Context: an optimization exercise on an open-source flow, tuned for small area, a short achievable clock period and few clock cycles per item. The choices shown serve that exercise and are no tape-out recipe. The RTL was checked by simulation tests, not by an equivalence proof against the original design. No driver is modelled on the clock port, so clocking that relies on it looks cheaper here than on a real chip.

==> flow/design.v (excerpt) <==
module ck_unit (
    input             clk,
    input             rst,
    input      [5:0]  cfg_width,
    input      [31:0] cfg_poly,
    input      [31:0] cfg_init,
    input      [31:0] cfg_xorout,
    input             cfg_refin,
    input             cfg_refout,
    input             in_valid,
    output            in_ready,
    input      [1:0]  in_op,
    input      [5:0]  in_ctx,
    input      [3:0]  in_nbytes,
    input      [63:0] in_data,
    output reg        out_valid,
    output reg [5:0]  out_ctx,
    output reg [31:0] out_value,
    output reg [31:0] out_result,
    output reg        out_err
);
    localparam OP_FEED  = 2'd0;
    localparam OP_START = 2'd1;
    localparam OP_WRITE = 2'd2;
    localparam OP_CLEAR = 2'd3;
    assign in_ready = 1'b1;
    genvar c, j;
    integer k, i;
    reg [4:0]  sh_r;        
    reg [31:0] praw;        
    reg [31:0] poly_r;
    reg [31:0] init_r;
    reg [31:0] xor_r;
    reg        refin_r, refout_r;
    reg        rst_d;
    wire [4:0]  sh   = sh_r;
    wire [31:0] mask = 32'hFFFF_FFFF >> sh;
    wire [31:0] p1 = {poly_r[30:0], 1'b0};
    wire [31:0] p3 = poly_r ^ p1;
    reg        s_valid;
    reg [7:0]  row_r, col_r;
    reg        s_w;            
    reg        s_i;            
    reg        s_feed;         
    reg        s_nofeed;       
    reg [3:0]  s_hi;           
    reg [3:0]  s_nb;
    reg [63:0] s_data;
    wire take = in_valid & ~rst;
    always @(posedge clk) begin
        s_valid <= take;
        for (k = 0; k < 8; k = k + 1) begin
            row_r[k] <= take & (in_ctx[5:3] == k);
            col_r[k] <= in_ctx[2:0] == k;
        end
        s_w      <= ~rst & (in_op == OP_WRITE);
        s_i      <= ~rst & (in_op != OP_WRITE);
        s_feed   <= in_op == OP_FEED;
        for (k = 0; k < 4; k = k + 1)
            s_hi[k] <= (in_data[8*k +: 8] & ~mask[8*k +: 8]) != 8'd0;
        s_nofeed <= in_op[1];
        s_nb    <= in_nbytes;
        s_data  <= in_data;
  ...
Settings: LEC_CHECK=0, CAP_MARGIN=20, CELL_PAD_IN_SITES_DETAIL_PLACEMENT=1, CORE_MARGIN=2, CORE_UTILIZATION=45, PLACE_DENSITY=0.55, SLEW_MARGIN=20, SYNTH_HIERARCHICAL=1, SYNTH_MINIMUM_KEEP_SIZE=0; clock period 200.0 ns.
standard.sh (not shown) runs the stock make flow with config.mk's settings and CLKGATE_MAP_FILE= SYNTH_SCRIPT=/design/flow/synth_recipe.tcl, a recipe that flattens the netlist after the stock synthesis.
==> flow/flow/run.sh <==
#!/bin/bash
# The standard layout (the standard.sh: ORFS from the standard synthesis
# to the final layout) with changes to how it is made:
#  - buffer_ports buffers every input and output port with buf_2, in place of
#    the slow delay buffer it picks by itself;
#  - clock tree synthesis adds no dummy loads and takes up to 20 flip-flops
#    per leaf buffer.
# make's full output goes to orfs_make.log; ORFS keeps each step's log under
# orfs/logs/.
set -uo pipefail
export BUFFER_PORTS_ARGS="-buffer_cell sky130_fd_sc_hd__buf_2"
export CTS_ARGS="-sink_clustering_enable -repair_clock_nets -dont_use_dummy_load -sink_clustering_size 20 -sink_clustering_max_diameter 100"
bash standard.sh > orfs_make.log 2>&1
status=$?
tail -n 40 orfs_make.log
exit $status
Testbench counts at the start, summed over its fixed seeds: cycles 20,608, bytes 152,413.
==> next run, changes <==
--- a/flow/flow/run.sh
+++ b/flow/flow/run.sh
@@ -5,3 +5,3 @@
 #    the slow delay buffer it picks by itself;
-#  - clock tree synthesis adds no dummy loads and takes up to 20 flip-flops
+#  - clock tree synthesis adds no dummy loads and takes up to 25 flip-flops
 #    per leaf buffer.
@@ -11,3 +11,3 @@
 export BUFFER_PORTS_ARGS="-buffer_cell sky130_fd_sc_hd__buf_2"
-export CTS_ARGS="-sink_clustering_enable -repair_clock_nets -dont_use_dummy_load -sink_clustering_size 20 -sink_clustering_max_diameter 100"
+export CTS_ARGS="-sink_clustering_enable -repair_clock_nets -dont_use_dummy_load -sink_clustering_size 25 -sink_clustering_max_diameter 120"
 bash standard.sh > orfs_make.log 2>&1
Settings changed: CORE_UTILIZATION 45 to 50, PLACE_DENSITY 0.55 to 0.62.
Outcome: Flip-flop and latch count is unchanged; routed wire length went down by 2.1%; clock skew climbs by 0.028 ns; worst hold slack improves by 0.0043 ns; cell area went down by 1.3%; register-to-register slack gets better by 2.1 ns; synthesized cell count is unchanged; core utilization rises by 4.9 points; count of clock-buffer cells in the layout goes down by 35; maximum frequency fell by 0.36%.
==> next run, changes <==
Settings changed: CORE_UTILIZATION 50 to 45, PLACE_DENSITY 0.62 to 0.55.
Effect:
- utilization falls by 5.3 points
- hold slack hardly moves
- via count falls slightly
- routed wire length goes up slightly
- global-route usage fell by 3.2 points
- die area climbs by roughly a tenth
- cell area is higher slightly
==> next run, changes <==
==> flow/flow/run.sh (replaced) <==
#!/bin/bash
# The standard layout (the standard.sh: ORFS from the standard synthesis
# to the final layout) with changes to how it is made:
#  - buffer_ports buffers every input and output port with buf_2, in place of
#    the slow delay buffer it picks by itself;
#  - clock tree synthesis adds no dummy loads and takes up to 20 flip-flops
#    per leaf buffer;
set -uo pipefail
export BUFFER_PORTS_ARGS="-buffer_cell sky130_fd_sc_hd__buf_2"
export CTS_ARGS="-sink_clustering_enable -repair_clock_nets -dont_use_dummy_load -sink_clustering_size 20 -sink_clustering_max_diameter 100"
export SETUP_SLACK_MARGIN=159.0
bash standard.sh > orfs_make.log 2>&1
status=$?
tail -n 40 orfs_make.log
exit $status
Settings changed: CORE_UTILIZATION 45 to 40, PLACE_DENSITY 0.55 to 0.5.
After rerunning: Area after synthesis stays the same. Setup slack got worse by 0.0040 ns. Via count is about the same. Routed wire length is higher by 2.6%.
==> next run, changes <==
==> flow/flow/run.sh (replaced) <==
#!/bin/bash
# The standard layout (the standard.sh: ORFS from the standard synthesis
# to the final layout) with changes to how it is made:
#  - buffer_ports buffers every input and output port with buf_2, in place of
#    the slow delay buffer it picks by itself;
#  - clock tree synthesis adds no dummy loads and takes up to 30 flip-flops
#    per leaf buffer.
# make's full output goes to orfs_make.log; ORFS keeps each step's log under
# orfs/logs/.
set -uo pipefail
export BUFFER_PORTS_ARGS="-buffer_cell sky130_fd_sc_hd__buf_2"
export CTS_ARGS="-sink_clustering_enable -repair_clock_nets -dont_use_dummy_load -sink_clustering_size 30 -sink_clustering_max_diameter 110"
bash standard.sh > orfs_make.log 2>&1
status=$?
tail -n 40 orfs_make.log
exit $status
Settings changed: CORE_UTILIZATION 40 to 45, PLACE_DENSITY 0.5 to 0.55.
Worst hold slack gains 0.0033 ns.
Core utilization climbs by 4.8 points.
Non-clock buffer count goes up by 11.
Synthesized area stays the same.
Fmax hardly moves.
==> next run, changes <==
--- a/flow/flow/run.sh
+++ b/flow/flow/run.sh
@@ -5,3 +5,3 @@
 #    the slow delay buffer it picks by itself;
-#  - clock tree synthesis adds no dummy loads and takes up to 30 flip-flops
+#  - clock tree synthesis adds no dummy loads and takes up to 20 flip-flops
 #    per leaf buffer.
@@ -11,3 +11,3 @@
 export BUFFER_PORTS_ARGS="-buffer_cell sky130_fd_sc_hd__buf_2"
-export CTS_ARGS="-sink_clustering_enable -repair_clock_nets -dont_use_dummy_load -sink_clustering_size 30 -sink_clustering_max_diameter 110"
+export CTS_ARGS="-sink_clustering_enable -repair_clock_nets -dont_use_dummy_load -sink_clustering_size 20 -sink_clustering_max_diameter 100"
 bash standard.sh > orfs_make.log 2>&1
Settings changed: CORE_UTILIZATION 45 to 40, PLACE_DENSITY 0.55 to 0.5.
=>
- routed wire length increases by 3.4%
- via count barely changes
- register-to-register slack gets worse by 0.58 ns
- design area grows by 1.6%
- synthesized area is unchanged
- worst setup slack is better by 0.011 ns

-- port drivers added, routing unchanged --
No port has a modelled driver above. Below, the same layouts with a new extraction and two added sets of constraints.
Step 1 (the two cells are an assumption about what drives the block):
set clk [get_ports {clk}]
set_driving_cell -lib_cell sky130_fd_sc_hd__clkbuf_16 $clk
set_driving_cell -lib_cell sky130_fd_sc_hd__buf_2 [delete_from_list [all_inputs] $clk]
Step 2 also shifts input and output timing later by t, the mid clock arrival at the registers, as if the neighbouring blocks saw the same clock.
a / b / c = ideal ports / drivers / drivers and shift; a / b = the first two.
| run | shift t [ns] | slack for setup (ns) | latest minus earliest clock arrival (ns) |
|---|---|---|---|
| the first run | 0.905 | 158.650 / 158.556 / 158.580 | 0.108 / 0.108 |
| the second run | 0.892 | 158.500 / 158.409 / 158.607 | 0.136 / 0.135 |
| the third run | 0.876 | 158.660 / 158.565 / 158.544 | 0.125 / 0.124 |
| the fourth run | 0.941 | 158.656 / 158.560 / 158.459 | 0.118 / 0.118 |
| the fifth run | 0.896 | 158.648 / 158.552 / 158.526 | 0.142 / 0.142 |
| the sixth run | 0.942 | 158.659 / 158.562 / 158.495 | 0.143 / 0.143 |
After both steps setup and hold are still met in every run listed. The setup slack of the fourth run, which loses most, moves by -0.096 ns with the drivers and by -0.197 ns with both steps.
